Context: an optimization exercise on an open-source flow, tuned for small area, a short achievable clock period and few clock cycles. The choices shown serve that exercise and are no tape-out recipe.
Only simulation tests tie the RTL to the original design; equivalence was not proved.

==> flow/design.v (excerpt) <==
module dg_lane (
    input  wire         clk,
    input  wire         rst,
    input  wire         in_valid,
    output wire         in_ready,
    input  wire [31:0]  in_data,
    input  wire         in_last,
    input  wire [2:0]   in_nbytes,
    input  wire [1:0]   in_mode,
    output wire         out_valid,
    output wire [255:0] out_digest
);
Size in the first run: roughly 1,700 flip-flops, ~300 I/O pins, about 67,000 um2 of cells after synthesis.
==> flow/config.mk <==
export PLATFORM = sky130hd
export DESIGN_NAME = dg_lane
export DESIGN_NICKNAME = dg_lane
export VERILOG_FILES = /design/flow/design.v
export SDC_FILE = /design/flow/constraint.sdc
export NUM_CORES = 4
export LEC_CHECK = 0
export ABC_AREA = 1
export CAP_MARGIN = 20
export CORE_MARGIN = 2
export CORE_UTILIZATION = 66
export CTS_CLUSTER_DIAMETER = 100
export CTS_CLUSTER_SIZE = 25
export PLACE_DENSITY = 0.76
export SLEW_MARGIN = 20
==> flow/constraint.sdc <==
create_clock -name core_clock -period 10.0 [get_ports {clk}]
set_input_delay 2.0000 -clock core_clock [delete_from_list [all_inputs] [get_ports {clk}]]
set_output_delay 2.0000 -clock core_clock [all_outputs]
set_load 0.01 [all_outputs]
standard.sh (not shown) runs the stock make flow with config.mk's settings and CLKGATE_MAP_FILE= SYNTH_SCRIPT=/design/flow/synth_recipe.tcl, a recipe that flattens the netlist after the stock synthesis.
==> flow/flow/run.sh <==
#!/bin/bash
# The standard layout (the standard.sh, standard synthesis included) with two
# changes: the input and output port buffers are sky130_fd_sc_hd__buf_1 cells
# instead of the resizer's default choice, and timing repair aims for 5.5 ns of
# setup slack (a 4.5 ns period) at the design's 10 ns clock.
set -euo pipefail
export BUFFER_PORTS_ARGS="-buffer_cell sky130_fd_sc_hd__buf_1"
bash standard.sh SETUP_SLACK_MARGIN=5.5 synth > synth.log 2>&1
bash standard.sh SETUP_SLACK_MARGIN=5.5 finish > finish.log 2>&1
Testbench counts at the start, summed over its fixed seeds: cycles 160,840.
Rerun with:
==> flow/run.sh (new file) <==
#!/bin/bash
# synth_recipe.tcl (not shown) runs the flow's synth.tcl, then flattens the netlist and writes it again
# the make line also repeats each setting of config.mk as NAME=value (left out here)
make -C /OpenROAD-flow-scripts/flow DESIGN_CONFIG=/design/flow/config.mk WORK_HOME=/design/flow/orfs CLKGATE_MAP_FILE= SYNTH_SCRIPT=/design/flow/synth_recipe.tcl finish
- CORE_UTILIZATION: 66 -> 60
- PLACE_DENSITY: 0.76 -> 0.7
- SETUP_SLACK_MARGIN: default -> 5
removed: flow/flow/run.sh
removed: flow/standard.sh
Effect:
- wire length climbs slightly
- final cell count climbs slightly
- core utilization drops by 6.0 points
- worst setup slack got worse by 320 ps
- synthesized area stays the same
- maximum frequency drops by a few percent
- via count drops by a few percent
- first-iteration DRC count drops by roughly a tenth
- global-route usage drops by 3.1 points
Rerun with:
==> flow/flow/run.sh (new file) <==
#!/bin/bash
# The standard layout (the standard.sh, standard synthesis included) with two
# changes: the input and output port buffers are sky130_fd_sc_hd__buf_1 cells
# instead of the resizer's default choice, and timing repair aims for 5.5 ns of
# setup slack (a 4.5 ns period) at the design's 10 ns clock.
set -euo pipefail
export BUFFER_PORTS_ARGS="-buffer_cell sky130_fd_sc_hd__buf_1"
bash standard.sh SETUP_SLACK_MARGIN=5.5 synth > synth.log 2>&1
bash standard.sh SETUP_SLACK_MARGIN=5.5 finish > finish.log 2>&1
==> flow/standard.sh (new file) <==
#!/bin/bash
# synth_recipe.tcl (not shown) runs the flow's synth.tcl, then flattens the netlist and writes it again
# the make line also repeats each setting of config.mk as NAME=value (left out here)
make -C /OpenROAD-flow-scripts/flow DESIGN_CONFIG=/design/flow/config.mk WORK_HOME=/design/flow/orfs CLKGATE_MAP_FILE= SYNTH_SCRIPT=/design/flow/synth_recipe.tcl "${@:-finish}"
- SETUP_SLACK_MARGIN: 5 -> default
removed: flow/run.sh
After rerunning:
- The changed run ran to the end with no violations
- final cell count rose by 1.2%
- non-clock buffer count rose by 85
- via count rose by 1.6%
- sequential cell count does not change
- global-route usage rose by 0.26 points
- synthesized cell count stays the same
- sequential share of layout area is about the same
Rerun with:
==> flow/flow/run.sh (replaced) <==
#!/bin/bash
# The standard layout (the standard.sh, standard synthesis included) with two
# changes: the input and output port buffers are sky130_fd_sc_hd__buf_1 cells
# instead of the resizer's default choice, and timing repair aims for 5.75 ns of
# setup slack (a 4.25 ns period) at the design's 10 ns clock.
set -euo pipefail
export BUFFER_PORTS_ARGS="-buffer_cell sky130_fd_sc_hd__buf_1"
bash standard.sh SETUP_SLACK_MARGIN=5.75 synth > synth.log 2>&1
bash standard.sh SETUP_SLACK_MARGIN=5.75 finish > finish.log 2>&1
The changed run finished with timing, DRC and antenna clean.
Worst setup slack improves by 86 ps.
Register-to-register slack gains 90 ps.
Core utilization increases by 1.7 points.
Global-route usage goes up by 0.42 points.
Via count increases by 1.2%.
Die area does not change.
Final area is higher by about 2.5%.
Area after synthesis does not change.

---

Starting RTL as in the previous note.
export LEC_CHECK = 0
export ABC_AREA = 1
export CAP_MARGIN = 20
export CORE_MARGIN = 2
export CORE_UTILIZATION = 60
export CTS_CLUSTER_DIAMETER = 100
export CTS_CLUSTER_SIZE = 25
export PLACE_DENSITY = 0.7
export SLEW_MARGIN = 20
create_clock -name core_clock -period 10.0 [get_ports {clk}]
==> flow/flow/run.sh <==
#!/bin/bash
# The standard layout (the standard.sh, standard synthesis included) with two
# changes: the input and output port buffers are sky130_fd_sc_hd__buf_1 cells
# instead of the resizer's default choice, and timing repair aims for 6 ns of
# setup slack (a 4 ns period) at the design's 10 ns clock.
set -euo pipefail
export BUFFER_PORTS_ARGS="-buffer_cell sky130_fd_sc_hd__buf_1"
bash standard.sh SETUP_SLACK_MARGIN=6 synth > synth.log 2>&1
bash standard.sh SETUP_SLACK_MARGIN=6 finish > finish.log 2>&1
The first run completed with no timing, DRC or antenna violations.
Testbench counts at the start, summed over its fixed seeds: cycles 160,840.
Then changed:
==> flow/flow/run.sh (replaced) <==
#!/bin/bash
# The standard layout (the standard.sh, standard synthesis included) with two
# changes: the input and output port buffers are sky130_fd_sc_hd__buf_1 cells
# instead of the resizer's default choice, and timing repair aims for 5.5 ns of
# setup slack (a 4.5 ns period) at the design's 10 ns clock.
set -euo pipefail
export BUFFER_PORTS_ARGS="-buffer_cell sky130_fd_sc_hd__buf_1"
bash standard.sh SETUP_SLACK_MARGIN=5.5 synth > synth.log 2>&1
bash standard.sh SETUP_SLACK_MARGIN=5.5 finish > finish.log 2>&1
- CTS_BUF_LIST: not set -> sky130_fd_sc_hd__clkbuf_8
- CTS_CLUSTER_DIAMETER: 100 -> 60
- CTS_CLUSTER_SIZE: 25 -> 16
Non-clock buffer count falls by 136.
Area after synthesis does not change.
Sequential share of layout area grows by 1.6 points.
Synthesized cell count is unchanged.
Cell count is about the same.
Routed wire length fell by 2.3%.
Worst hold slack degrades by 0.029 ns.
Core utilization went down by 2.5 points.
Sequential cell count does not change.

==> afterwards: timing with drivers on the ports <==
In the flow no input, the clock included, has a driving cell. The finished layouts below were timed again as built, in two steps.
Step 1 sets driving cells, clkbuf_16 on the clock port and buf_2 on the other inputs (assumed; they add their load-dependent delay and slew).
Step 2 moves the port delays by t, midway between the first and last clock arrival at a register: inputs arrive t later, outputs are due t later. That takes back most of the time a late clock gives input paths.
Slacks: no drivers / after step 1 / after step 2; pairs: no drivers / after step 1.
run	shift t [ns]	setup slack, ns	hold slack, ns	worst setup path after step 2	latest minus earliest clock arrival (ns)
the first run of note 1	0.796	5.257 / 5.257 / 4.775	0.313 / 0.313 / 0.313	input to register	0.042 / 0.042
the second run of note 1	0.795	4.942 / 4.942 / 4.465	0.311 / 0.311 / 0.311	input to register	0.035 / 0.035
the third run of note 1	0.810	5.422 / 5.422 / 4.784	0.311 / 0.311 / 0.311	input to register	0.048 / 0.048
the fourth run of note 1	0.800	5.508 / 5.508 / 4.850	0.320 / 0.320 / 0.320	input to register	0.041 / 0.041
the first run of note 2	0.798	5.429 / 5.429 / 5.149	0.310 / 0.310 / 0.310	input to register	0.047 / 0.047
the second run of note 2	0.972	5.397 / 5.397 / 4.562	0.281 / 0.281 / 0.281	input to register	0.077 / 0.077
After both steps setup and hold are still met in every run listed. The setup slack of the second run of note 2, which loses most, moves by 0.000 ns with the drivers and by -0.835 ns with both steps.
